From an optimization exercise on the open Yosys and OpenROAD flow, aimed at small area, a short achievable clock period and few clock cycles per item; shortcuts taken in it are not production practice.
RTL that was checked went through simulation tests only; none was proved equivalent to the original.
The RTL of runs 1 to 3 was laid out without a check of its function.
No activity file was given, so power comes from the tool's default toggle rates.

`config.mk`:
```
export PLATFORM = sky130hd
export DESIGN_NAME = pq_engine
export DESIGN_NICKNAME = pq_engine
export VERILOG_FILES = /design/flow/design.v
export SDC_FILE = /design/flow/constraint.sdc
export NUM_CORES = 4
export LEC_CHECK = 0
export CAP_MARGIN = 20
export CORE_MARGIN = 2
export CORE_UTILIZATION = 30
export SLEW_MARGIN = 20
```
`constraint.sdc`:
```
create_clock -name core_clock -period 12.0 [get_ports {clk}]
set_input_delay 2.4000 -clock core_clock [delete_from_list [all_inputs] [get_ports {clk}]]
set_output_delay 2.4000 -clock core_clock [all_outputs]
set_load 0.01 [all_outputs]
```
`design.v`:
```
module pq_engine (
  input  wire         clk,
  input  wire         rst_n,
  input  wire         in_valid,
  output wire         in_ready,
  input  wire [63:0] in_data,
  input  wire [4:0]   in_lost_a,
  input  wire [4:0]   in_lost_b,
  output wire         out_valid,
  input  wire         out_ready,
  output reg  [63:0] out_a,
  output reg  [63:0] out_b
);
  function [7:0] gf_mul;
    input [7:0] a;
    input [7:0] b;
    integer i;
    reg [7:0] p, x;
    begin
      p = 8'h00;
      x = a;
      for (i = 0; i < 8; i = i + 1) begin
        if (b[i]) p = p ^ x;
        x = {x[6:0], 1'b0} ^ (x[7] ? 8'h1d : 8'h00);
      end
      gf_mul = p;
    end
  endfunction
  function [7:0] mul_g;
    input [7:0] x;
    mul_g = {x[6:0], 1'b0} ^ (x[7] ? 8'h1d : 8'h00);
  endfunction
  function [7:0] mul_ginv;
    input [7:0] x;
    mul_ginv = {1'b0, x[7:1]} ^ (x[0] ? 8'h8e : 8'h00);
  endfunction
  function [7:0] mul_g29;
    input [7:0] x;
    reg t8, t9, t10;
    begin
      t8  = x[3] ^ x[6];
      t9  = x[4] ^ x[7];
      t10 = x[5] ^ t8;
      mul_g29 = {t8 ^ x[2], x[1] ^ x[2] ^ x[5], x[0] ^ x[1] ^ t9, x[0] ^ t8,
                 t10, t9 ^ t10, x[4] ^ x[5], x[3] ^ t9};
    end
  endfunction
  function [7:0] h;
    input [5:0] d;
    begin
      case (d)
        6'd35: h = 8'h88;
        6'd36: h = 8'hdf;
        6'd37: h = 8'hab;
        6'd38: h = 8'hbb;
        6'd39: h = 8'h8f;
        6'd40: h = 8'h03;
        6'd41: h = 8'hd3;
        6'd42: h = 8'hb5;
        6'd43: h = 8'he8;
        6'd44: h = 8'hf3;
        6'd45: h = 8'h62;
        6'd46: h = 8'h27;
        6'd47: h = 8'hdd;
        6'd48: h = 8'h66;
        6'd49: h = 8'h8b;
        6'd50: h = 8'hc1;
        6'd51: h = 8'he5;
        6'd52: h = 8'h84;
        6'd53: h = 8'h75;
        6'd54: h = 8'hfa;
        6'd55: h = 8'ha8;
        6'd56: h = 8'ha1;
        6'd57: h = 8'h55;
        6'd58: h = 8'h5e;
        6'd59: h = 8'hec;
        6'd60: h = 8'h73;
        6'd61: h = 8'h9c;
        6'd62: h = 8'ha6;
        6'd63: h = 8'hf5;
        6'd1: h = 8'hf4;
        6'd2: h = 8'ha7;
        6'd3: h = 8'h9d;
        6'd4: h = 8'h72;
        6'd5: h = 8'hed;
        6'd6: h = 8'h5f;
        6'd7: h = 8'h54;
        6'd8: h = 8'ha0;
        6'd9: h = 8'ha9;
        6'd10: h = 8'hfb;
        6'd11: h = 8'h74;
        6'd12: h = 8'h85;
        6'd13: h = 8'he4;
        6'd14: h = 8'hc0;
        6'd15: h = 8'h8a;
        6'd16: h = 8'h67;
        6'd17: h = 8'hdc;
        6'd18: h = 8'h26;
        6'd19: h = 8'h63;
        6'd20: h = 8'hf2;
        6'd21: h = 8'he9;
        6'd22: h = 8'hb4;
        6'd23: h = 8'hd2;
        6'd24: h = 8'h02;
        6'd25: h = 8'h8e;
        6'd26: h = 8'hba;
        6'd27: h = 8'haa;
        6'd28: h = 8'hde;
        6'd29: h = 8'h89;
        default: h = 8'h00;
      endcase
    end
  endfunction
  reg        acc_st;     
  reg        solve_st;   
  reg        out_st;     
  reg [4:0]  unit;       
  reg [2:0]  scnt;
  reg [4:0]  la, lb;
  reg        skip_r;     
  reg [7:0]  k1, k2;     
  assign in_ready  = acc_st;
  assign out_valid = out_st;
  wire       accept = in_valid & acc_st;
  wire       first  = (unit == 5'd0);
  reg        lost0_r;    
  wire       clr    = accept & (first | (unit == 5'd1 & lost0_r));
  wire       take   = accept & (first | ~skip_r);
  wire [63:0] d1    = in_data & {64{take & (unit != 5'd31)}};
  wire [63:0] d2    = in_data & {64{take & (unit != 5'd30)}};
  always @(posedge clk) begin
    if (!rst_n) begin
      acc_st   <= 1'b1;
      solve_st <= 1'b0;
      out_st   <= 1'b0;
      unit     <= 5'd0;
    end else begin
      if (accept) begin
        unit <= unit + 5'd1;
        if (unit == 5'd31) begin
          acc_st   <= 1'b0;
          solve_st <= 1'b1;
        end
      end
      if (solve_st && scnt == 3'd7) begin
        solve_st <= 1'b0;
        out_st   <= 1'b1;
      end
      if (out_st && out_ready) begin
        out_st <= 1'b0;
        acc_st <= 1'b1;
      end
    end
  end
  always @(posedge clk) begin
    if (solve_st) scnt <= scnt + 3'd1;
    else          scnt <= 3'd0;
  end
  wire [4:0] la_e = first ? in_lost_a : la;
  wire [4:0] lb_e = first ? in_lost_b : lb;
  always @(posedge clk) begin
    if (accept) begin
      if (first) begin
        la <= in_lost_a;
        lb <= in_lost_b;
        lost0_r <= (in_lost_a == 5'd0) || (in_lost_b == 5'd0);
      end
      skip_r <= (unit + 5'd1 == la_e) || (unit + 5'd1 == lb_e);
    end
  end
  wire a_data = (la < 5'd30);
  wire b_data = (lb < 5'd30);
  wire case_c = (la == 5'd31 && b_data) || (lb == 5'd31 && a_data);   
  wire case_d = (la == 5'd30 && b_data) || (lb == 5'd30 && a_data);   
  wire case_e = a_data && b_data && (la != lb);                       
  wire [4:0] n = a_data ? la : lb;           
  wire [7:0] hv = h({1'b0, lb} - {1'b0, la});
  wire [4:0] um1 = unit - 5'd1;
  always @(posedge clk) begin
    if (accept) begin
      if (unit == 5'd1) begin
        k1 <= case_e ? (hv ^ 8'h01) : case_c ? 8'h01 : 8'h00;
        k2 <= case_e ? hv : 8'h01;
      end else if (unit >= 5'd2 && um1 <= n) begin
        if (case_c) k1 <= mul_g(k1);
        if (case_d || case_e) k2 <= mul_ginv(k2);
      end
    end
  end
  wire [7:0] e1 = out_a[7:0];
  wire [7:0] e2 = out_b[7:0];
  wire [7:0] x  = gf_mul(k1, e1) ^ gf_mul(k2, e2);
  reg a_e1, a_x, b_e1, b_x;
  always @(*) begin
    if (la == 5'd31)                 begin a_e1 = 1'b0; a_x = 1'b1; end
    else if (la == lb || lb == 5'd31) begin a_e1 = 1'b1; a_x = 1'b0; end
    else if (la == 5'd30)            begin a_e1 = 1'b1; a_x = 1'b1; end
    else                             begin a_e1 = 1'b0; a_x = 1'b1; end
    if (lb == 5'd31)                 begin b_e1 = 1'b0; b_x = 1'b1; end
    else if (la == lb || la == 5'd31) begin b_e1 = 1'b1; b_x = 1'b0; end
    else if (lb == 5'd30)            begin b_e1 = 1'b1; b_x = 1'b1; end
    else if (la == 5'd30)            begin b_e1 = 1'b0; b_x = 1'b1; end
    else                             begin b_e1 = 1'b1; b_x = 1'b1; end
  end
  wire [7:0] na = (e1 & {8{a_e1}}) ^ (x & {8{a_x}});
  wire [7:0] nb = (e1 & {8{b_e1}}) ^ (x & {8{b_x}});
  integer j;
  reg [63:0] b_ginv, b_g29;
  always @(*) begin
    for (j = 0; j < 8; j = j + 1) begin
      b_ginv[8*j +: 8] = mul_ginv(out_b[8*j +: 8]);
      b_g29[8*j +: 8]  = mul_g29(out_b[8*j +: 8]);
    end
  end
  wire        kill = clr | solve_st;
  wire [63:0] rot_a = {na, out_a[63:8]};
  wire [63:0] rot_b = {nb, out_b[63:8]};
  wire [63:0] inj_a = (rot_a & {64{solve_st}}) | d1;
  wire [63:0] inj_b = (rot_b & {64{solve_st}}) | d2;
  always @(posedge clk)
    out_a <= (out_a & {64{~kill}}) ^ inj_a;
  wire        sel29  = accept & (unit == 5'd31);
  wire        selinv = accept & ~clr & (unit != 5'd31);
  always @(posedge clk)
    if (solve_st || (accept && unit != 5'd30))
      out_b <= (b_g29 & {64{sel29}}) ^ (b_ginv & {64{selinv}}) ^ inj_b;
endmodule
```
`flow/run.sh`:
```
#!/bin/bash
# The standard layout, with repair_timing aimed at a setup slack of
# SETUP_SLACK_MARGIN (so paths are sped up well past the 12 ns clock) and
# faster port buffers. The SDC and every other step are the standard flow's own.
set -euo pipefail
bash standard.sh SETUP_SLACK_MARGIN=8.8 \
  "BUFFER_PORTS_ARGS=-buffer_cell sky130_fd_sc_hd__buf_2" finish > standard.log 2>&1
```
`standard.sh`:
```
#!/bin/bash
# synth_recipe.tcl (not shown) runs the flow's synth.tcl, then flattens the netlist and writes it again
# the make line also repeats each setting of config.mk as NAME=value (left out here)
make -C /OpenROAD-flow-scripts/flow DESIGN_CONFIG=/design/flow/config.mk WORK_HOME=/design/flow/orfs CLKGATE_MAP_FILE= SYNTH_SCRIPT=/design/flow/synth_recipe.tcl "${@:-finish}"
```
==> impl_metrics.yaml, run 1 <==
outcome:
  status: "finished clean"
clock_tree:
  cts_tree: "yes"
  clk_pin_slew_ps: 80
  cts.sinks: 167
  ctsHoldBuffers: 0
  cts_max_path_buffers: 2
  clkLatencyLatePin_ps: 470
  htree_num_levels: 4
  cts_buffers: 17
  ctsRootBufferMaster: "clkbuf_16"
place:
  dp_cells: 2262
  place_hpwl_mm: 33.3
  io_buffers: 207
  place.gp.congestion: 0.888
  placed_area_um2: 15800
layout:
  layout.nets: 2079
  final_common_cell: "buf_4"
  layout_common_cells: "buf_4 (232), nand2_1 (231), xnor2_1 (222), xor2_1 (164), a22oi_2 (131)"
  areaGrowthSynthToFinish_pct: 51.2
  final_util_pct: 45.6
  final_cell_area_um2: 21100
  finalNonFillerCells: 2601
  drive_above_1_share_pct: 43.3
setup_path:
  worstPathRequired_ps: 9600
  crit_family: "flip-flops"
  startpoint_type: "register"
  critPathArrivalTime_ps: 1170
  setup.worst_path.end_class: "output port"
  path_buf_inv: 1
  rr_worst_depth: 9
  critPathSlowestCell: "edfxtp_1"
  max_stage_delay_ps: 510
  cp.depth: 1
  path_class: "register to output port"
  crit_fanout: 2
  crit_chain: "buf_2"
timing:
  fmax_mhz: 280
  min_period_ps: 3570
  slew_headroom_pct: 31.4
  setup_tns_ps: 0
  fin_skew_ps: 15.3
  rsz0062_at_grt: "yes"
  fin_crit_sh_pct: 29.8
  tightest_slew_ps: 1030
  report.final.slew_viol_count: 0
  hold_violations: 0
  setup_viol: 0
routing:
  drcViolationCount: 0
  dr.pass1.iters: 5
  ant_nets: 0
  wl_per_cell_um: 23.6
  drtIter0Drc: 1972
  vias: 14900
  wirelength_mm: 61.4
  viasPerCell: 5.74
yosys:
  synth_area_um2: 14000
  synth-compound-area-share_pct: 20.0
  synth-simple-area-share_pct: 12.2
  synth_xor_area_share_pct: 28.8
  ys_seq_elements: 167
  synth_fa_ha_area_share_pct: 2.39
  synth_top_family_by_area: "XOR/XNOR gates"
  ys_warn_count: 1
  async_reset_ff_share_pct: 0
  synth_top_flop_cell: "edfxtp_1"
  synth_cell_type_count: 80
  yosysSeqAreaShare_pct: 30.6
  synth_edf_count: 92
  syn_area_per_cell_um2: 8.94
  synthMuxAreaShare_pct: 1.52
  syn-instance-count: 1561
  syn-num-nets: 1665
power_and_ir_drop:
  power_uw: 3720
  p_int_uw: 2150
  powerDensity_nw_per_um2: 176
  peakVddDrop_uv: 140
  combPwrFrac_pct: 61.1
  p_switching_uw: 1570
  clkPwrFrac_pct: 15.8
  leakagePower_uw: 0.00826
  switching_share_pct: 42.2
  pwr-share-seq_pct: 23.1
global_routing:
  met3_usage_pct: 3.64
  use_met1_pct: 30.1
  grt_pass1_wl_mm: 85.2
  grt-busiest-layer: "met2"
  grt_pass1_vias: 13800
  globalRouteMet2Util_pct: 38.3
  grt_max_degree: 77
  grt-ovfl-total: 0
  antenna_found_initial: 6
  grt_usage_pct: 23.1
floorplan:
  dieArea_um2: 48300
  core_um2: 46300
  fp-row-count: 79
  fp.dieH_um: 220
  die_w_um: 220
  start_util_pct: 30.2
  pin_count: 208
min_path:
  min_path_type: "register to register"
  min_path_cells: 1
flow_run:
  drv_cap: 0
==> sequential cells by signal, indices dropped and copies added (netlist names) <==
name / count
k2: 8
out_a: 64
solve_st: 1
unit: 5
lost0_r: 1
out_b: 64
scnt: 3
out_st: 1
acc_st: 1
la: 5
k1: 8
lb: 5
skip_r: 1
==> power by group through the flow <==
stage / clock network [uW] / logic [uW] / registers [uW]
2_1_floorplan: 0 / 1140 / 871
4_1_cts: 578 / 2050 / 852
5_1_grt: 610 / 2390 / 866
3_3_place_gp: 0 / 1480 / 932
3_5_place_dp: 0 / 1500 / 933
6_report: 588 / 2270 / 860
==> cell usage after synthesis (5+ instances only) <==
cell | instances | area, um2
nand2_1 | 242 | 908
xnor2_1 | 225 | 1970
xor2_1 | 166 | 1450
a22oi_1 | 157 | 1180
clkbuf_1 | 93 | 349
edfxtp_1 | 92 | 2760
dfxtp_1 | 75 | 1500
nor2_1 | 43 | 161
o21ai_0 | 42 | 210
a21oi_1 | 34 | 170
o22ai_1 | 29 | 181
inv_1 | 26 | 97.6
ha_1 | 25 | 313
nand3_1 | 25 | 125
o211ai_1 | 20 | 150
a211oi_1 | 17 | 128
and3_1 | 13 | 81.3
buf_1 | 13 | 48.8
and2_1 | 12 | 75.1
buf_2 | 12 | 60.1
mux2i_1 | 11 | 110
xnor3_1 | 11 | 248
a31oi_1 | 10 | 62.6
a21o_1 | 9 | 67.6
buf_4 | 9 | 67.6
nand2b_1 | 9 | 56.3
nor3_1 | 9 | 45.0
xnor2_2 | 9 | 146
nand4_1 | 7 | 43.8
a21boi_0 | 6 | 45.0
nor2b_1 | 6 | 37.5
o221ai_1 | 6 | 52.6
mux2_2 | 5 | 56.3
o21a_1 | 5 | 37.5
==> area by class of cell <==
cell class	instances	area, um2
fill	4142	25200
timing repair buffer	523	5000
clock inverter	12	109
clock buffer	20	479
multi-input combinational	1239	10200
tap	607	759
antenna	6	15.0
inverter	27	119
sequential	167	4420
==> layer usage <==
layer  share of wire [%]  vias up
met2                  47     1023
met3                 9.6      243
met4                 4.6        0
met5                   0        -
li1                    -     6400
met1                  39     7268
==> cells by family after synthesis <==
kind of cell | count (synthesis)
xor+xnor | 419
simple gates | 389
compound gates | 387
flops | 167
buf+inv | 155
fa+ha+maj | 26
mux | 18
==> path summary, 6_finish.rpt <==
check | from | end | slack [ps]
setup / recovery | out_b[29]$_DFFE_PP_ | out_b[29] | 8430
hold / removal | scnt[0]$_SDFF_PN0_ | scnt[0]$_SDFF_PN0_ | 430
setup reg to reg | k2[4]$_DFFE_PP_ | out_b[63]$_DFFE_PP_ | 8810
hold reg to reg | scnt[0]$_SDFF_PN0_ | scnt[0]$_SDFF_PN0_ | 430
==> timing repair <==
action	CTS	global route
resized for setup	346	89
setup buffers	199	72
endpoints found under the hold margin	0	0
endpoints found under the setup margin	340	280
gates cloned	20	9
pin swaps	81	100
==> per-stage QoR <==
stage	hold WS (ps)	worst slack [ps]
floorplan	390	8380
global placement	402	7610
detailed placement	409	7570
CTS	423	8480
global route	462	8340
finish	430	8430
==> inputs of run 2 (changes only) <==
==> run.sh (new file) <==
#!/bin/bash
# synth_recipe.tcl (not shown) runs the flow's synth.tcl, then flattens the netlist and writes it again
# the make line also repeats each setting of config.mk as NAME=value (left out here)
make -C /OpenROAD-flow-scripts/flow DESIGN_CONFIG=/design/flow/config.mk WORK_HOME=/design/flow/orfs CLKGATE_MAP_FILE= SYNTH_SCRIPT=/design/flow/synth_recipe.tcl finish
removed: flow/run.sh
removed: standard.sh
==> impl_metrics.yaml, run 2 <==
outcome:
  status: "finished clean"
layout:
  layout.nets: 1777
  reg_top3: "out_a (64), out_b (64)"
  drive_above_1_share_pct: 5.58
  multi_input_area_um2: 9100
  final_cell_area_um2: 17000
  register_area_um2: 4270
  fill_cells: 4703
  final_common_cell: "nand2_1"
  layout_common_cells: "nand2_1 (240), xnor2_1 (224), clkdlybuf4s50_1 (207), xor2_1 (165), a22oi_1 (157)"
  areaGrowthSynthToFinish_pct: 21.7
  final_util_pct: 36.7
floorplan:
  dieArea_um2: 48300
  start_util_pct: 30.2
  pin_count: 208
  core_um2: 46300
  die_w_um: 220
  fp.dieH_um: 220
  fp-row-count: 79
routing:
  wl_per_cell_um: 20.5
  dr.pass1.iters: 6
  drtIter0Drc: 1238
  ant_nets: 0
  drcViolationCount: 0
  wirelength_mm: 47.1
  viasPerCell: 5.38
  vias: 12300
timing:
  fin_skew_ps: 12.2
  setup_viol: 0
  setup_ws_ps: 7190
  slew_headroom_pct: 30.8
  rsz0062_at_grt: "no"
  fmax_mhz: 208
  report.final.slew_viol_count: 0
  hold_violations: 0
  fin_crit_sh_pct: 40.0
  setup_tns_ps: 0
  tightest_slew_ps: 1040
  min_period_ps: 4810
setup_path:
  crit_chain: "clkdlybuf4s50_1, nand2_1, clkinv_1, nand2_1, a21oi_4, buf_4, a2111oi_0, nor4b_1"
  critPathArrivalTime_ps: 5000
  startpoint_type: "primary input"
  crit_family: "buffers and inverters"
  path_class: "primary input to register"
  critPathMostFrequentCell: "nand2_1"
  reg2reg_from: "lb[0]$_DFFE_PP_"
  critPathSlowestCell: "clkinv_1"
  setup.worst_path.start: "in_valid"
  setup.worst_path.end_class: "register"
  worstPathRequired_ps: 12200
  crit_fanout: 68
  path_buf_inv: 3
  max_stage_delay_ps: 550
global_routing:
  grt_max_degree: 108
  grt-ovfl-total: 0
  grt_usage_pct: 19.0
  antenna_found_initial: 2
  grt_pass1_vias: 11900
  grt_pass1_wl_mm: 71.3
yosys:
  ys_warn_count: 1
  syn-instance-count: 1561
  synth_area_um2: 14000
  yosys.area.top_type: "edfxtp_1"
  syn-num-nets: 1665
  synthTopCellsByCount: "nand2_1 (242), xnor2_1 (225), xor2_1 (166)"
  yosysSeqAreaShare_pct: 30.6
  synth_cell_type_count: 80
  ys_top_cells_by_area: "edfxtp_1 (20%), xnor2_1 (14%), dfxtp_1 (11%)"
  async_reset_ff_share_pct: 0
  yosysTopAreaCellShare_pct: 19.8
  yosysMostFrequentCell: "nand2_1"
  ys_seq_elements: 167
  synth_edf_count: 92
  syn_area_per_cell_um2: 8.94
  synth_top_flop_cell: "edfxtp_1"
clock_tree:
  cts.sinks: 167
  cts_max_path_buffers: 2
  htree_num_levels: 4
  cts_buffers: 17
  post_cts_buffers: 0
  ctsRootBufferMaster: "clkbuf_16"
  ctsHoldBuffers: 0
  clkLatencyLatePin_ps: 450
  cts_tree: "yes"
  clk_pin_slew_ps: 80
  post_cts_resized: 0
power_and_ir_drop:
  p_switching_uw: 1300
  pwr-share-seq_pct: 30.0
  clkPwrFrac_pct: 18.0
  peakVddDrop_uv: 135
  switching_share_pct: 42.1
  power_uw: 3080
  leakagePower_uw: 0.00596
  combPwrFrac_pct: 52.0
  powerDensity_nw_per_um2: 181
  p_int_uw: 1780
place:
  place.gp.congestion: 0.858
  place_hpwl_mm: 33.3
  placed_area_um2: 16400
  io_buffers: 207
  place_ws_ps: 6650
min_path:
  min_from: "scnt[0]$_SDFF_PN0_"
  min_path_type: "register to register"
flow_run:
  drv_cap: 0
## run 2: metrics by stage
| stage | cells | hold slack [ps] |
|---|---|---|
| floorplan | 1561 | 390 |
| global placement | 2261 | 403 |
| detailed placement | 2261 | 405 |
| CTS | 2293 | 421 |
| global route | 2295 | 456 |
| finish | 2296 | 420 |
## run 2: area by class of cell
cell class,count,area share [%]
clock inverters,15,0.825
diodes,3,0.0442
well taps,607,4.47
clock buffers,17,2.50
multi-input cells,1239,53.6
repair buffers,221,12.8
flip-flops and latches,167,25.1
inverters,27,0.597
## run 2: cell families (layout without fill, tap and decap cells)
| logic type | Yosys count | count (layout) | share of synthesized area, % |
|---|---|---|---|
| AOI/OAI and AO/OA | 387 | 387 | 20.0 |
| xor gates and xnor gates | 419 | 419 | 28.8 |
| adders and majority gates | 26 | 26 | 2.39 |
| buffers and inverters | 155 | 280 | 4.57 |
| DFF | 167 | 167 | 30.6 |
| muxes | 18 | 18 | 1.52 |
| other | 0 | 3 | 0 |
| and+or+nand+nor | 389 | 389 | 12.2 |
## run 2: routing by layer
metal	up-vias	share of wire, %	global-route usage [%]	wire [um]
met5	-	0	0	0
met4	0	2.3	5.23	1100
met3	58	5.6	3.00	2640
met2	427	48	31.1	22600
met1	6098	44	25.8	20700
li1	5759	-	-	-
## run 2: final timing paths
kind	to	slack (ps)	cells after the start
setup reg to reg	k2[0]$_DFFE_PP_	8230	12
hold / removal	scnt[0]$_SDFF_PN0_	420	1
hold reg to reg	scnt[0]$_SDFF_PN0_	420	1
setup / recovery	out_b[56]$_DFFE_PP_	7190	8
## run 2: power groups by stage
stage          clock network [uW]  logic (uW)  registers, uW
2_1_floorplan                   0        1100            862
3_3_place_gp                    0        1560            930
3_5_place_dp                    0        1580            932
4_1_cts                       562        1590            921
5_1_grt                       583        1730            938
6_report                      555        1600            923
==> inputs of run 3 (changes only) <==
--- a/design.v
+++ b/design.v
@@ -220,8 +220,8 @@
   always @(posedge clk)
     out_a <= (out_a & {64{~kill}}) ^ inj_a;
   wire        sel29  = accept & (unit == 5'd31);
-  wire        selinv = accept & ~clr & (unit != 5'd31);
+  wire        selinv = accept & ~clr & (unit < 5'd30);
+  wire        selkp  = ~solve_st & ~(accept & (unit != 5'd30));
   always @(posedge clk)
-    if (solve_st || (accept && unit != 5'd30))
-      out_b <= (b_g29 & {64{sel29}}) ^ (b_ginv & {64{selinv}}) ^ inj_b;
+    out_b <= ((out_b & {64{selkp}}) | (b_g29 & {64{sel29}}) | (b_ginv & {64{selinv}})) ^ inj_b;
 endmodule
==> flow/run.sh (new file) <==
#!/bin/bash
# The standard layout, with repair_timing aimed at a setup slack of
# SETUP_SLACK_MARGIN (so paths are sped up well past the 12 ns clock) and
# faster port buffers. The SDC and every other step are the standard flow's own.
set -euo pipefail
bash standard.sh SETUP_SLACK_MARGIN=8.6 \
  "BUFFER_PORTS_ARGS=-buffer_cell sky130_fd_sc_hd__buf_2" finish > standard.log 2>&1
==> standard.sh (new file) <==
#!/bin/bash
# synth_recipe.tcl (not shown) runs the flow's synth.tcl, then flattens the netlist and writes it again
# the make line also repeats each setting of config.mk as NAME=value (left out here)
make -C /OpenROAD-flow-scripts/flow DESIGN_CONFIG=/design/flow/config.mk WORK_HOME=/design/flow/orfs CLKGATE_MAP_FILE= SYNTH_SCRIPT=/design/flow/synth_recipe.tcl "${@:-finish}"
removed: run.sh
==> impl_metrics.yaml, run 3 <==
floorplan:
  pin_count: 208
  core_um2: 43900
  start_util_pct: 30.2
  fp.dieH_um: 214
  die_w_um: 214
  dieArea_um2: 45900
  fp-row-count: 77
global_routing:
  grt_pass1_wl_mm: 74.7
  met3_usage_pct: 3.30
  use_met1_pct: 28.3
  antenna_found_initial: 2
  grt_usage_pct: 20.5
  grt-ovfl-total: 0
  grt_pass1_vias: 12400
  grt-busiest-layer: "met2"
  globalRouteMet2Util_pct: 33.0
  grt_max_degree: 83
layout:
  fill_cells: 4400
  reg_top3: "out_a (64), out_b (64)"
  register_area_um2: 3950
  areaGrowthSynthToFinish_pct: 28.8
  final_cell_area_um2: 17100
  layout.nets: 1900
  drive_above_1_share_pct: 30.9
  multi_input_area_um2: 9300
  layout_common_cells: "nand2_1 (280), xor2_1 (242), buf_2 (193), xnor2_1 (155), buf_4 (132)"
  final_common_cell: "nand2_1"
timing:
  report.final.slew_viol_count: 0
  fmax_mhz: 293
  hold_violations: 0
  fin_skew_ps: 12.0
  setup_viol: 0
  tightest_slew_ps: 908
  setup_tns_ps: 0
  slew_headroom_pct: 39.4
  min_period_ps: 3420
  fin_crit_sh_pct: 28.5
  rsz0062_at_grt: "yes"
yosys:
  synth_edf_count: 28
  synthTopCellsByCount: "nand2_1 (283), xor2_1 (243), xnor2_1 (157)"
  syn-instance-count: 1568
  synth_top_flop_cell: "dfxtp_1"
  yosysMostFrequentCell: "nand2_1"
  synth_cell_type_count: 71
  ys_seq_elements: 167
  async_reset_ff_share_pct: 0
  yosysSeqAreaShare_pct: 27.3
  synth_area_um2: 13300
  yosysTopAreaCellShare_pct: 21.0
  syn_area_per_cell_um2: 8.45
  ys_warn_count: 1
  ys_top_cells_by_area: "dfxtp_1 (21%), xor2_1 (16%), xnor2_1 (10%)"
  syn-num-nets: 1672
  yosys.area.top_type: "dfxtp_1"
routing:
  viasPerCell: 5.41
  drtIter0Drc: 1461
  dr.pass1.iters: 10
  wirelength_mm: 49.3
  drcViolationCount: 0
  vias: 13000
  ant_nets: 0
  wl_per_cell_um: 20.5
setup_path:
  max_stage_delay_ps: 350
  critPathSlowestCell: "dfxtp_4"
  setup.worst_path.end_class: "output port"
  crit_chain: "buf_12, buf_6"
  startpoint_type: "register"
  crit_fanout: 2
  worstPathRequired_ps: 9600
  path_class: "register to output port"
  critPathArrivalTime_ps: 1020
place:
  io_buffers: 207
  place_hpwl_mm: 31.3
  place.gp.congestion: 0.896
  placed_area_um2: 14700
outcome:
  status: "finished clean"
clock_tree:
  clk_pin_slew_ps: 70
  cts_max_path_buffers: 2
  cts_tree: "yes"
  ctsHoldBuffers: 0
  cts.sinks: 167
  cts_buffers: 17
  ctsRootBufferMaster: "clkbuf_16"
  htree_num_levels: 4
  clkLatencyLatePin_ps: 450
power_and_ir_drop:
  peakVddDrop_uv: 117
  powerDensity_nw_per_um2: 239
  leakagePower_uw: 0.00700
min_path:
  min_path_type: "register to register"
flow_run:
  drv_cap: 0
==> run 3: changes by cell type after synthesis, sizes merged, moves of 30 or more <==
cell	delta
nor2	+30
nand2	+39
dfxtp	+64
edfxtp	-64
a222oi	+39
a22oi	-32
xnor2	-67
xor2	+80
==> run 3: routing by layer <==
| layer | wire [um] | share of wire, % | vias to the layer above |
|---|---|---|---|
| li1 | - | - | 5932 |
| met1 | 21200 | 43 | 6342 |
| met2 | 23000 | 47 | 653 |
| met3 | 4000 | 8.1 | 78 |
| met4 | 1180 | 2.4 | 0 |
| met5 | 0 | 0 | - |
==> run 3: path summary, 6_finish.rpt <==
check	slack, ps	startpoint	cells after the start	endpoint
worst max-delay path	8580	out_b[4]$_DFF_P_	2	out_b[4]
worst min-delay path	430	scnt[0]$_SDFF_PN0_	1	scnt[0]$_SDFF_PN0_
worst max register to register	8730	lb[0]$_DFFE_PP_	12	k2[0]$_DFFE_PP_
worst min register to register	430	scnt[0]$_SDFF_PN0_	1	scnt[0]$_SDFF_PN0_
==> run 3: power breakdown <==
group          internal [uW]  leakage [uW]  switching (uW)
Combinational           1170       0.00525            1410
Sequential               783       0.00147             165
Clock                    310      0.000278             248
==> run 3: area by class of cell <==
cell class	count	area share (%)
Antenna cell	2	0.0293
Clock buffer	22	2.84
Clock inverter	10	0.549
Inverter	23	0.659
Multi-Input combinational cell	1240	54.4
Sequential cell	167	23.1
Tap cell	592	4.34
Timing Repair Buffer	346	13.9
Timing Repair inverter	1	0.0952
==> run 3: kinds of logic after synthesis <==
group / after synthesis / synth area share (%)
xor gates and xnor gates: 431 / 31.1
and+or+nand+nor: 422 / 13.1
AOI/OAI and AO/OA: 341 / 19.3
DFF: 167 / 27.3
buffers and inverters: 165 / 5.16
adders and majority gates: 26 / 2.51
muxes: 16 / 1.43
==> run 3: what timing repair did <==
item	in CTS	in global routing
buffers inserted	72	49
endpoints found under the setup margin	252	174
pin swaps	6	6
gates resized for setup	225	30
cloned	10	2
==> run 3: stage by stage <==
step	std cells	util (%)	power (uW)	setup WS (ps)	hold WS, ps
CTS	2350	37.7	3980	8430	432
floorplan	1568	-	2570	8420	398
detailed placement	2236	33.4	3160	7610	421
finish	2403	38.9	4090	8580	431
global route	2403	38.9	4320	8550	451
global placement	2236	33.4	3140	7670	414
==> run 3: critical path: cells and delay by family, from the launching register on <==
kind	cells	cell delay, ps
buffers and inverters	2	230
flip-flops	1	350
==> inputs of run 4 (changes only) <==
--- a/design.v
+++ b/design.v
@@ -33,17 +33,6 @@
   function [7:0] mul_ginv;
     input [7:0] x;
     mul_ginv = {1'b0, x[7:1]} ^ (x[0] ? 8'h8e : 8'h00);
-  endfunction
-  function [7:0] mul_g29;
-    input [7:0] x;
-    reg t8, t9, t10;
-    begin
-      t8  = x[3] ^ x[6];
-      t9  = x[4] ^ x[7];
-      t10 = x[5] ^ t8;
-      mul_g29 = {t8 ^ x[2], x[1] ^ x[2] ^ x[5], x[0] ^ x[1] ^ t9, x[0] ^ t8,
-                 t10, t9 ^ t10, x[4] ^ x[5], x[3] ^ t9};
-    end
   endfunction
   function [7:0] h;
     input [5:0] d;
@@ -123,11 +112,9 @@
   assign out_valid = out_st;
   wire       accept = in_valid & acc_st;
   wire       first  = (unit == 5'd0);
-  reg        lost0_r;    
-  wire       clr    = accept & (first | (unit == 5'd1 & lost0_r));
-  wire       take   = accept & (first | ~skip_r);
-  wire [63:0] d1    = in_data & {64{take & (unit != 5'd31)}};
-  wire [63:0] d2    = in_data & {64{take & (unit != 5'd30)}};
+  wire       skip   = first ? (in_lost_a == 5'd0 || in_lost_b == 5'd0) : skip_r;
+  wire       take   = accept & ~skip;
+  wire [63:0] d     = in_data & {64{take}};
   always @(posedge clk) begin
     if (!rst_n) begin
       acc_st   <= 1'b1;
@@ -163,7 +150,6 @@
       if (first) begin
         la <= in_lost_a;
         lb <= in_lost_b;
-        lost0_r <= (in_lost_a == 5'd0) || (in_lost_b == 5'd0);
       end
       skip_r <= (unit + 5'd1 == la_e) || (unit + 5'd1 == lb_e);
     end
@@ -209,19 +195,20 @@
   always @(*) begin
     for (j = 0; j < 8; j = j + 1) begin
       b_ginv[8*j +: 8] = mul_ginv(out_b[8*j +: 8]);
-      b_g29[8*j +: 8]  = mul_g29(out_b[8*j +: 8]);
-    end
-  end
-  wire        kill = clr | solve_st;
-  wire [63:0] rot_a = {na, out_a[63:8]};
-  wire [63:0] rot_b = {nb, out_b[63:8]};
-  wire [63:0] inj_a = (rot_a & {64{solve_st}}) | d1;
-  wire [63:0] inj_b = (rot_b & {64{solve_st}}) | d2;
-  always @(posedge clk)
-    out_a <= (out_a & {64{~kill}}) ^ inj_a;
-  wire        sel29  = accept & (unit == 5'd31);
-  wire        selinv = accept & ~clr & (unit < 5'd30);
-  wire        selkp  = ~solve_st & ~(accept & (unit != 5'd30));
-  always @(posedge clk)
-    out_b <= ((out_b & {64{selkp}}) | (b_g29 & {64{sel29}}) | (b_ginv & {64{selinv}})) ^ inj_b;
+      b_g29[8*j +: 8]  = gf_mul(out_b[8*j +: 8], 8'h30);
+    end
+  end
+  always @(posedge clk) begin
+    if (solve_st) begin
+      out_a <= {na, out_a[63:8]};
+      out_b <= {nb, out_b[63:8]};
+    end else if (accept) begin
+      if (unit != 5'd31)
+        out_a <= (first ? 64'd0 : out_a) ^ d;
+      if (unit == 5'd31)
+        out_b <= b_g29 ^ d;
+      else if (unit != 5'd30)
+        out_b <= (first ? 64'd0 : b_ginv) ^ d;
+    end
+  end
 endmodule
==> run.sh (new file) <==
#!/bin/bash
# synth_recipe.tcl (not shown) runs the flow's synth.tcl, then flattens the netlist and writes it again
# the make line also repeats each setting of config.mk as NAME=value (left out here)
make -C /OpenROAD-flow-scripts/flow DESIGN_CONFIG=/design/flow/config.mk WORK_HOME=/design/flow/orfs CLKGATE_MAP_FILE= SYNTH_SCRIPT=/design/flow/synth_recipe.tcl finish
removed: flow/run.sh
removed: standard.sh
==> impl_metrics.yaml, run 4 <==
setup_path:
  startpoint_type: "primary input"
  critPathArrivalTime_ps: 4840
  rr_worst_depth: 14
  setup.worst_path.start: "in_lost_a[1]"
  critPathSlowestCell: "buf_4"
  path_buf_inv: 2
  path_class: "primary input to register"
  crit_fanout: 64
  cp.depth: 9
  setup.worst_path.end_class: "register"
  reg2reg_from: "lb[0]$_DFFE_PP_"
  crit_chain: "clkdlybuf4s50_1, or4_1, o22a_1, nor2_1, a211oi_4, buf_4, nand2_1, xnor2_1, o21ai_0"
  worstPathRequired_ps: 12170
  crit_family: "buffers and inverters"
  max_stage_delay_ps: 650
global_routing:
  grt_usage_pct: 18.5
  grt_max_degree: 109
  grt_pass1_vias: 12400
  grt-ovfl-total: 0
  grt_pass1_wl_mm: 73.3
  antenna_found_initial: 4
clock_tree:
  post_cts_buffers: 0
  ctsRootBufferMaster: "clkbuf_16"
  cts_buffers: 17
  cts_tree: "yes"
  cts.sinks: 166
  cts_max_path_buffers: 2
  clkLatencyLatePin_ps: 450
  clk_pin_slew_ps: 70
  ctsHoldBuffers: 0
  post_cts_resized: 0
  htree_num_levels: 4
yosys:
  syn_area_per_cell_um2: 8.27
  async_reset_ff_share_pct: 0
  synthMuxAreaShare_pct: 1.71
  synthTopCellsByCount: "nand2_1 (473), xnor2_1 (307), o21ai_0 (164)"
  yosysMostFrequentCell: "nand2_1"
  yosysTopAreaCellShare_pct: 31.5
  ys_warn_count: 1
  yosys.area.top_type: "edfxtp_1"
  synth_top_family_by_area: "XOR/XNOR gates"
  syn-num-nets: 1892
  ys_seq_elements: 166
  synth_fa_ha_area_share_pct: 2.25
  synth-simple-area-share_pct: 17.6
  synth_top_flop_cell: "edfxtp_1"
  synth_area_um2: 14800
  synth_xor_area_share_pct: 27.7
  synth-compound-area-share_pct: 13.5
  synth_cell_type_count: 67
  syn-instance-count: 1788
  yosysSeqAreaShare_pct: 33.0
  synth_edf_count: 155
  ys_top_cells_by_area: "edfxtp_1 (31%), xnor2_1 (18%), nand2_1 (12%)"
timing:
  report.final.slew_viol_count: 0
  fin_skew_ps: 20.7
  setup_viol: 0
  setup_ws_ps: 7330
  rsz0062_at_grt: "no"
  fin_crit_sh_pct: 39.0
  setup_tns_ps: 0
  fmax_mhz: 214
  slew_headroom_pct: 28.3
  min_period_ps: 4670
  tightest_slew_ps: 1070
  hold_violations: 0
layout:
  reg_top3: "out_a (64), out_b (64)"
  areaGrowthSynthToFinish_pct: 20.7
  layout.nets: 1990
  final_common_cell: "nand2_1"
  drive_above_1_share_pct: 3.37
  final_cell_area_um2: 17800
  layout_common_cells: "nand2_1 (472), xnor2_1 (306), clkdlybuf4s50_1 (207), o21ai_0 (162), edfxtp_1 (155)"
power_and_ir_drop:
  peakVddDrop_uv: 137
  powerDensity_nw_per_um2: 162
  power_uw: 2900
  leakagePower_uw: 0.00626
place:
  place_hpwl_mm: 33.3
  place.gp.congestion: 0.860
  io_buffers: 207
  placed_area_um2: 17300
  place_ws_ps: 6890
min_path:
  min_path_cells: 1
  min_from: "scnt[0]$_SDFF_PN0_"
  min_path_type: "register to register"
routing:
  wirelength_mm: 47.8
  ant_nets: 0
  drcViolationCount: 0
  wl_per_cell_um: 18.6
  viasPerCell: 5.08
  vias: 13000
  drtIter0Drc: 1210
  dr.pass1.iters: 5
flow_run:
  drv_cap: 0
floorplan:
  pin_count: 208
  start_util_pct: 30.3
  dieArea_um2: 51100
  fp-row-count: 81
  core_um2: 48800
  die_w_um: 226
  fp.dieH_um: 226
outcome:
  status: "finished clean"
==> run 4: changes by cell type after synthesis, sizes merged, moves of 126 or more <==
cell and delta:
nand2 +190, xor2 -153, xnor2 +142, dfxtp -128, edfxtp +127, o21ai +126
==> run 4: final timing paths <==
path / end / slack (ps)
setup / recovery: out_b[10]$_DFFE_PP_ / 7330
hold / removal: scnt[0]$_SDFF_PN0_ / 420
setup reg to reg: k1[5]$_DFFE_PP_ / 8050
hold reg to reg: scnt[0]$_SDFF_PN0_ / 420
==> run 4: layout make-up <==
| cell class | count | area (um2) |
|---|---|---|
| multi-input cells | 1464 | 9340 |
| fillers | 5027 | 31000 |
| repair buffers | 219 | 2170 |
| inverters | 18 | 67.6 |
| clock inverters | 13 | 121 |
| diodes | 3 | 7.51 |
| well taps | 664 | 831 |
| flip-flops and latches | 166 | 4880 |
| clock buffers | 18 | 429 |
==> run 4: kinds of logic (layout without fill, tap and decap cells) <==
family                   after synthesis  after routing
multiplexers                          21             21
other                                  0              3
XOR/XNOR                             429            429
AND/OR/NAND/NOR                      646            646
flip-flops                           166            166
AO/OA/AOI/OAI                        342            342
adder cells (fa/ha/maj)               26             26
buffers and inverters                158            268
==> run 4: worst register-to-register path, stage by stage (launching register included) <==
cell and delay [ps]:
edfxtp_1 420, inv_1 180, ha_1 200, inv_1 50, fa_1 670, inv_1 330
ha_1 430, nor2b_1 170, o21ai_0 90, a21oi_1 170, a221o_1 190, o21ai_0 120
mux4_2 490, nand2_1 130, nand2_1 60
==> run 4: report_power, final <==
| part | internal [uW] | total (uW) | switching (uW) |
|---|---|---|---|
| clock | 287 | 541 | 254 |
| sequential | 739 | 900 | 162 |
| combinational | 706 | 1460 | 749 |
==> run 4: through the flow <==
| stage | cells | util (%) | hold slack, ps |
|---|---|---|---|
| 6_report | 2565 | 36.5 | 418 |
| 5_1_grt | 2565 | 36.5 | 453 |
| 4_1_cts | 2561 | 36.5 | 420 |
| 3_5_place_dp | 2530 | 35.4 | 405 |
| 3_3_place_gp | 2530 | 35.4 | 402 |
| 2_1_floorplan | 1788 | - | 390 |
==> run 4: metal layers <==
| metal | GRT usage (%) | vias to the layer above | share of wire (%) |
|---|---|---|---|
| met5 | 0 | - | 0.029 |
| met3 | 2.68 | 59 | 5.4 |
| li1 | - | 6221 | - |
| met4 | 5.67 | 2 | 2.3 |
| met1 | 25.8 | 6305 | 46 |
| met2 | 29.4 | 441 | 46 |
Testbench counts of run 4, summed over its fixed seeds: cycles 65,600, items 1,600.
==> inputs of run 5 (changes only) <==
--- a/design.v
+++ b/design.v
@@ -198,13 +198,15 @@
       b_g29[8*j +: 8]  = gf_mul(out_b[8*j +: 8], 8'h30);
     end
   end
+  wire clr = accept & first;
+  always @(posedge clk) begin
+    if (solve_st) out_a <= {na, out_a[63:8]};
+    else          out_a <= (out_a & {64{~clr}}) ^ ((unit == 5'd31) ? 64'd0 : d);
+  end
   always @(posedge clk) begin
     if (solve_st) begin
-      out_a <= {na, out_a[63:8]};
       out_b <= {nb, out_b[63:8]};
     end else if (accept) begin
-      if (unit != 5'd31)
-        out_a <= (first ? 64'd0 : out_a) ^ d;
       if (unit == 5'd31)
         out_b <= b_g29 ^ d;
       else if (unit != 5'd30)
==> impl_metrics.yaml, run 5 <==
flow_run:
  drv_cap: 0
power_and_ir_drop:
  clkPwrFrac_pct: 17.6
  leakagePower_uw: 0.00621
  pwr-share-seq_pct: 29.1
  combPwrFrac_pct: 53.3
  p_switching_uw: 1400
  p_int_uw: 1970
  power_uw: 3370
  powerDensity_nw_per_um2: 194
  peakVddDrop_uv: 140
  switching_share_pct: 41.5
clock_tree:
  post_cts_buffers: 0
  cts_buffers: 17
  ctsHoldBuffers: 0
  clk_pin_slew_ps: 70
  cts.sinks: 166
  ctsRootBufferMaster: "clkbuf_16"
  clkLatencyLatePin_ps: 460
  cts_tree: "yes"
  htree_num_levels: 4
  post_cts_resized: 0
  cts_max_path_buffers: 2
yosys:
  synth_edf_count: 91
  syn_area_per_cell_um2: 7.74
  synth_top_flop_cell: "edfxtp_1"
  syn-num-nets: 1938
  async_reset_ff_share_pct: 0
  yosys.area.top_type: "edfxtp_1"
  ys_top_cells_by_area: "edfxtp_1 (19%), xnor2_1 (19%), nand2_1 (14%)"
  yosysMostFrequentCell: "nand2_1"
  ys_warn_count: 1
  ys_seq_elements: 166
  yosysSeqAreaShare_pct: 29.8
  yosysTopAreaCellShare_pct: 19.3
  synth_area_um2: 14200
  syn-instance-count: 1834
  synth_cell_type_count: 64
  synthTopCellsByCount: "nand2_1 (519), xnor2_1 (305), o21ai_0 (152)"
setup_path:
  endpoint: "out_a[57]$_DFF_P_"
  reg2reg_from: "unit[0]$_SDFFE_PN0P_"
  critPathArrivalTime_ps: 5760
  worstPathRequired_ps: 12320
  path_class: "primary input to register"
  crit_fanout: 65
  setup.worst_path.end_class: "register"
  rr_worst_depth: 12
  startpoint_type: "primary input"
  setup.worst_path.start: "in_lost_b[2]"
  rr_endpoint: "out_a[57]$_DFF_P_"
  r2r_slack_ps: 7350
routing:
  wl_per_cell_um: 18.8
  drcViolationCount: 0
  viasPerCell: 5.13
  vias: 13100
  dr.pass1.iters: 18
  wirelength_mm: 48.3
  drtIter0Drc: 1270
  ant_nets: 0
timing:
  setup_viol: 0
  fin_skew_ps: 14.7
  rsz0062_at_grt: "no"
  tightest_slew_ps: 947
  setup_tns_ps: 0
  report.final.slew_viol_count: 0
  fmax_mhz: 184
  fin_crit_sh_pct: 45.4
  hold_violations: 0
  slew_headroom_pct: 36.6
  min_period_ps: 5450
layout:
  reg_top3: "out_a (64), out_b (64)"
  fill_cells: 4757
  drive_above_1_share_pct: 3.94
  layout.nets: 2044
  areaGrowthSynthToFinish_pct: 22.2
  final_common_cell: "nand2_1"
  layout_common_cells: "nand2_1 (518), xnor2_1 (304), clkdlybuf4s50_1 (207), o21ai_0 (151), xor2_1 (102)"
global_routing:
  grt_pass1_wl_mm: 75.7
  grt_pass1_vias: 12900
  antenna_found_initial: 3
  grt-ovfl-total: 0
  grt_max_degree: 127
  grt_usage_pct: 19.5
floorplan:
  die_w_um: 221
  fp-row-count: 79
  start_util_pct: 30.4
  fp.dieH_um: 221
  pin_count: 208
  core_um2: 46700
  dieArea_um2: 49100
place:
  place.gp.congestion: 0.853
  place_hpwl_mm: 34.2
  io_buffers: 207
min_path:
  min_path_type: "register to register"
  min_from: "scnt[0]$_SDFF_PN0_"
outcome:
  status: "finished clean"
[run 5: cell types whose count changed after synthesis, moves of 5 or more]
cell      before  now
edfxtp_1     155   91
clkbuf_1     106  118
o21ai_0      164  152
mux2i_1       14    3
xnor3_1       18   11
a21oi_1       82   76
a22oi_1        4   19
dfxtp_1       11   75
xor2_2         1    6
buf_1         16    4
xor2_1        96  102
nand2_1      473  519
nor2_1        85   73
a221oi_1       1    6
[run 5: worst min-delay path by stage]
stage                          to  cells after the start
2_1_floorplan  scnt[0]$_SDFF_PN0_                      1
3_3_place_gp   scnt[0]$_SDFF_PN0_                      1
3_5_place_dp   scnt[0]$_SDFF_PN0_                      1
4_1_cts        scnt[0]$_SDFF_PN0_                      1
5_1_grt        scnt[0]$_SDFF_PN0_                      1
6_report       scnt[0]$_SDFF_PN0_                      1
[run 5: stage by stage]
stage	area, um2	util (%)	setup WS [ps]	hold WS, ps	cells
after floorplan	14200	-	4350	390	1834
after global placement	16700	35.7	6120	402	2526
after detailed placement	16700	35.7	6060	421	2526
after CTS	17300	37.0	6530	435	2558
after global routing	17300	37.2	6330	463	2563
final	17300	37.2	6550	438	2564
[run 5: routing by layer]
layer / vias up / global-route usage [%] / part of all wire, %
li1: 6313 / - / -
met1: 6233 / 26.8 / 45
met2: 518 / 31.1 / 46
met3: 84 / 3.17 / 6.9
met4: 0 / 6.54 / 2.5
met5: - / 0 / 0
[run 5: cells by family after synthesis]
family / after synthesis / share of synthesized area, %
buffers and inverters: 161 / 4.46
AOI/OAI and AO/OA: 358 / 15.2
DFF: 166 / 29.8
muxes: 8 / 0.688
xor gates and xnor gates: 427 / 28.0
adders and majority gates: 26 / 2.35
and+or+nand+nor: 688 / 19.5
[run 5: layout make-up]
class	instances	area (um2)	share of cell area, %
Antenna cell	4	10.0	0.0577
Clock buffer	20	500	2.89
Clock inverter	12	124	0.714
Inverter	22	82.6	0.476
Multi-Input combinational cell	1507	9380	54.1
Sequential cell	166	4240	24.4
Tap cell	607	759	4.38
Timing Repair Buffer	226	2250	13.0
[run 5: worst max-delay path, stage by stage]
cell             delay, ps
clkdlybuf4s50_1        480
or4_1                  130
o22ai_1                160
a211oi_4               280
buf_4                  620
nor2b_4                640
buf_4                  540
nand2_1                140
xor2_1                 180
nor2_1                  80
a21oi_1                 50
[run 5: power by group through the flow]
stage	registers [uW]	clock network, uW	logic, uW
2_1_floorplan	895	0	1270
3_3_place_gp	985	0	1750
3_5_place_dp	987	0	1760
4_1_cts	977	604	1780
5_1_grt	997	622	1960
6_report	979	594	1790
Testbench counts of run 5, summed over its fixed seeds: cycles 65,600, items 1,600.
==> inputs of run 6 (changes only) <==
--- a/design.v
+++ b/design.v
@@ -100,6 +100,10 @@
       endcase
     end
   endfunction
+  function [7:0] mul_g29;
+    input [7:0] x;
+    mul_g29 = gf_mul(x, 8'h30);
+  endfunction
   reg        acc_st;     
   reg        solve_st;   
   reg        out_st;     
@@ -108,19 +112,26 @@
   reg [4:0]  la, lb;
   reg        skip_r;     
   reg [7:0]  k1, k2;     
+  reg [63:0] beat_r;
+  reg        first_r;    
+  reg        t1_r;       
+  reg        t2_r;       
+  reg        h2_r;       
   assign in_ready  = acc_st;
   assign out_valid = out_st;
   wire       accept = in_valid & acc_st;
   wire       first  = (unit == 5'd0);
   wire       skip   = first ? (in_lost_a == 5'd0 || in_lost_b == 5'd0) : skip_r;
-  wire       take   = accept & ~skip;
-  wire [63:0] d     = in_data & {64{take}};
   always @(posedge clk) begin
     if (!rst_n) begin
       acc_st   <= 1'b1;
       solve_st <= 1'b0;
       out_st   <= 1'b0;
       unit     <= 5'd0;
+      first_r  <= 1'b0;
+      t1_r     <= 1'b0;
+      t2_r     <= 1'b0;
+      h2_r     <= 1'b0;
     end else begin
       if (accept) begin
         unit <= unit + 5'd1;
@@ -137,6 +148,10 @@
         out_st <= 1'b0;
         acc_st <= 1'b1;
       end
+      first_r <= accept & first;
+      t1_r    <= accept & ~skip & (unit != 5'd31);
+      t2_r    <= accept & ~skip & (unit < 5'd30);
+      h2_r    <= accept & (unit < 5'd30);
     end
   end
   always @(posedge clk) begin
@@ -159,6 +174,7 @@
   wire case_c = (la == 5'd31 && b_data) || (lb == 5'd31 && a_data);   
   wire case_d = (la == 5'd30 && b_data) || (lb == 5'd30 && a_data);   
   wire case_e = a_data && b_data && (la != lb);                       
+  wire q_in   = (la != 5'd31) && (lb != 5'd31);                       
   wire [4:0] n = a_data ? la : lb;           
   wire [7:0] hv = h({1'b0, lb} - {1'b0, la});
   wire [4:0] um1 = unit - 5'd1;
@@ -174,8 +190,8 @@
     end
   end
   wire [7:0] e1 = out_a[7:0];
-  wire [7:0] e2 = out_b[7:0];
-  wire [7:0] x  = gf_mul(k1, e1) ^ gf_mul(k2, e2);
+  wire [7:0] s2 = mul_g29(out_b[7:0]) ^ (beat_r[7:0] & {8{q_in}});
+  wire [7:0] x  = gf_mul(k1, e1) ^ gf_mul(k2, s2);
   reg a_e1, a_x, b_e1, b_x;
   always @(*) begin
     if (la == 5'd31)                 begin a_e1 = 1'b0; a_x = 1'b1; end
@@ -191,26 +207,21 @@
   wire [7:0] na = (e1 & {8{a_e1}}) ^ (x & {8{a_x}});
   wire [7:0] nb = (e1 & {8{b_e1}}) ^ (x & {8{b_x}});
   integer j;
-  reg [63:0] b_ginv, b_g29;
+  reg [63:0] b_ginv;
   always @(*) begin
-    for (j = 0; j < 8; j = j + 1) begin
+    for (j = 0; j < 8; j = j + 1)
       b_ginv[8*j +: 8] = mul_ginv(out_b[8*j +: 8]);
-      b_g29[8*j +: 8]  = gf_mul(out_b[8*j +: 8], 8'h30);
-    end
-  end
-  wire clr = accept & first;
+  end
+  always @(posedge clk) begin
+    if (solve_st) beat_r <= {beat_r[7:0], beat_r[63:8]};
+    else          beat_r <= in_data;
+  end
   always @(posedge clk) begin
     if (solve_st) out_a <= {na, out_a[63:8]};
-    else          out_a <= (out_a & {64{~clr}}) ^ ((unit == 5'd31) ? 64'd0 : d);
-  end
-  always @(posedge clk) begin
-    if (solve_st) begin
-      out_b <= {nb, out_b[63:8]};
-    end else if (accept) begin
-      if (unit == 5'd31)
-        out_b <= b_g29 ^ d;
-      else if (unit != 5'd30)
-        out_b <= (first ? 64'd0 : b_ginv) ^ d;
-    end
+    else          out_a <= (out_a & {64{~first_r}}) ^ (beat_r & {64{t1_r}});
+  end
+  always @(posedge clk) begin
+    if (solve_st)  out_b <= {nb, out_b[63:8]};
+    else if (h2_r) out_b <= (first_r ? 64'd0 : b_ginv) ^ (beat_r & {64{t2_r}});
   end
 endmodule
==> impl_metrics.yaml, run 6 <==
layout:
  areaGrowthSynthToFinish_pct: 21.1
  reg_top3: "beat_r (64), out_a (64), out_b (64)"
  final_cell_area_um2: 19500
  layout.nets: 2067
  diodes: 0
  final_common_cell: "nand2_1"
  drive_above_1_share_pct: 8.61
  fill_cells: 5309
  layout_common_cells: "nand2_1 (333), xnor2_1 (269), clkdlybuf4s50_1 (207), o21ai_0 (144), dfxtp_1 (139)"
yosys:
  async_reset_ff_share_pct: 0
  yosysSeqAreaShare_pct: 34.7
  synth_cell_type_count: 76
  synth_top_flop_cell: "dfxtp_1"
  yosys.area.top_type: "dfxtp_1"
  ys_top_cells_by_area: "dfxtp_1 (18%), edfxtp_1 (17%), xnor2_1 (15%)"
  ys_seq_elements: 234
  synth_edf_count: 91
  synth_area_um2: 16100
  synthTopCellsByCount: "nand2_1 (333), xnor2_1 (271), o21ai_0 (144)"
  yosysTopAreaCellShare_pct: 17.8
  syn-num-nets: 1953
  ys_warn_count: 1
  yosysMostFrequentCell: "nand2_1"
  syn_area_per_cell_um2: 8.71
  syn-instance-count: 1850
flow_run:
  drv_cap: 0
timing:
  report.final.slew_viol_count: 0
  min_period_ps: 4640
  setup_viol: 0
  fin_crit_sh_pct: 38.7
  slew_headroom_pct: 21.8
  setup_tns_ps: 0
  fin_skew_ps: 12.8
  fmax_mhz: 216
  rsz0062_at_grt: "no"
  tightest_slew_ps: 1160
  holdWs_ps: 426
  hold_violations: 0
routing:
  wirelength_mm: 52.2
  viasPerCell: 5.00
  dr.pass1.iters: 5
  wl_per_cell_um: 19.5
  vias: 13400
  drtIter0Drc: 969
  drcViolationCount: 0
  ant_nets: 0
clock_tree:
  htree_num_levels: 1
  ctsRootBufferMaster: "clkbuf_16"
  cts_max_path_buffers: 3
  post_cts_buffers: 0
  cts_buffers: 27
  post_cts_resized: 0
  cts.sinks: 234
  ctsHoldBuffers: 0
  cts_tree: "yes"
  clkLatencyLatePin_ps: 570
  clk_pin_slew_ps: 60
global_routing:
  antenna_found_initial: 1
  grt_pass1_wl_mm: 79.9
  grt-ovfl-total: 0
  grt_max_degree: 213
  grt_usage_pct: 18.3
  grt_pass1_vias: 12900
floorplan:
  dieArea_um2: 55600
  core_um2: 52900
  fp-row-count: 84
  pin_count: 208
  start_util_pct: 30.5
  die_w_um: 236
  fp.dieH_um: 236
setup_path:
  crit_chain: "clkdlybuf4s50_1"
  path_buf_inv: 1
  critPathArrivalTime_ps: 2240
  startpoint_type: "register"
  path_class: "register to output port"
  worstPathRequired_ps: 9600
  setup.worst_path.end_class: "output port"
  critPathSlowestCell: "dfxtp_1"
  max_stage_delay_ps: 960
  crit_family: "flip-flops"
  crit_fanout: 21
power_and_ir_drop:
  powerDensity_nw_per_um2: 208
  peakVddDrop_uv: 114
  leakagePower_uw: 0.00697
outcome:
  status: "finished clean"
place:
  place.gp.congestion: 0.869
  io_buffers: 207
  placed_area_um2: 18600
  place_hpwl_mm: 37.4
min_path:
  min_path_type: "register to register"
-- run 6: cell count changes after synthesis, moves of 15 or more --
cell	previous run	this run
clkbuf_1	118	103
mux2_2	4	94
xnor2_1	305	271
dfxtp_1	75	143
a21oi_1	76	37
nand2b_1	4	102
xor2_1	102	46
nand2_1	519	333
nor2_1	73	128
nor2b_1	10	25
-- run 6: kinds of logic (layout without fill, tap and decap cells) --
kind of cell,count (synthesis),in the layout,synth area share [%]
AO/OA/AOI/OAI,304,304,12.0
buffers and inverters,163,298,4.12
adder cells (fa/ha/maj),25,25,1.99
flip-flops,234,234,34.7
XOR/XNOR,342,342,20.6
AND/OR/NAND/NOR,672,672,18.9
multiplexers,110,110,7.65
-- run 6: per-layer routing --
layer  wire length (um)  share of wire, %  track usage (%)  vias to the layer above
li1                   -                 -                -                     6464
met1              24600                47             26.0                     6459
met2              23900                46             29.2                      372
met3               2780               5.3             2.78                       55
met4                897               1.7             3.84                        2
met5                 13             0.025                0                        -
-- run 6: path summary, 6_finish.rpt --
path | cells past startpoint | start | end | slack (ps)
setup / recovery | 1 | out_a[6]$_DFF_P_ | out_a[6] | 7360
hold / removal | 1 | scnt[0]$_SDFF_PN0_ | scnt[0]$_SDFF_PN0_ | 430
setup reg to reg | 10 | la[0]$_DFFE_PP_ | k1[1]$_DFFE_PP_ | 7930
hold reg to reg | 1 | scnt[0]$_SDFF_PN0_ | scnt[0]$_SDFF_PN0_ | 430
-- run 6: final cells by class --
class / instances / area, um2 / share of cell area [%]
sequential: 234 / 5610 / 28.7
multi-input combinational: 1453 / 9870 / 50.6
clock buffer: 40 / 797 / 4.08
inverter: 30 / 113 / 0.577
tap: 688 / 861 / 4.41
clock inverter: 10 / 95.1 / 0.487
timing repair buffer: 218 / 2170 / 11.1
-- run 6: metrics by stage --
step,cells,power (uW),setup slack [ps],util (%)
floorplan,1850,2500,7780,-
global placement,2622,3180,7500,35.2
detailed placement,2622,3190,7390,35.2
CTS,2672,4050,7370,36.9
global route,2673,4280,7240,36.9
finish,2673,4050,7360,36.9
-- run 6: report_power, final --
group | switching (uW) | total (uW) | internal [uW]
sequential | 233 | 1210 | 973
clock | 356 | 840 | 484
combinational | 1040 | 2000 | 963
total | 1630 | 4050 | 2420
Testbench counts of run 6, summed over its fixed seeds: cycles 65,600, items 1,600.

-- afterwards: timing with drivers on the ports --
No port has a modelled driver above. Below, the same layouts with a new extraction and two added sets of constraints. Step 1: set_driving_cell puts a clkbuf_16 on clk and a buf_2 on each other input, an assumption about the parent block. Step 2 adds t to the input delays and takes it off the output delays; t is the mean of the earliest and latest rising clock arrival at the registers after step 1. Input paths then give back, and output paths get back, about the clock's delay inside the block. Three values: ideal ports, drivers, drivers and shift; two values: the first two.
run	t, ns	setup slack, ns	hold WS [ns]	worst data-port slew with drivers (ns)
run 1	0.512	8.428 / 8.379 / 8.001	0.430 / 0.430 / 0.430	0.10
run 2	0.499	7.195 / 7.210 / 6.711	0.420 / 0.420 / 0.420	0.08
run 3	0.490	8.581 / 8.532 / 8.171	0.431 / 0.431 / 0.431	0.09
run 4	0.499	7.325 / 7.351 / 6.852	0.418 / 0.418 / 0.418	0.09
run 5	0.504	6.554 / 6.575 / 6.071	0.438 / 0.438 / 0.438	0.09
run 6	0.615	7.362 / 7.308 / 7.439	0.426 / 0.426 / 0.426	0.08
After both steps setup and hold are still met in every run listed. The setup slack of run 2, which loses most, moves by +0.015 ns with the drivers and by -0.484 ns with both steps.
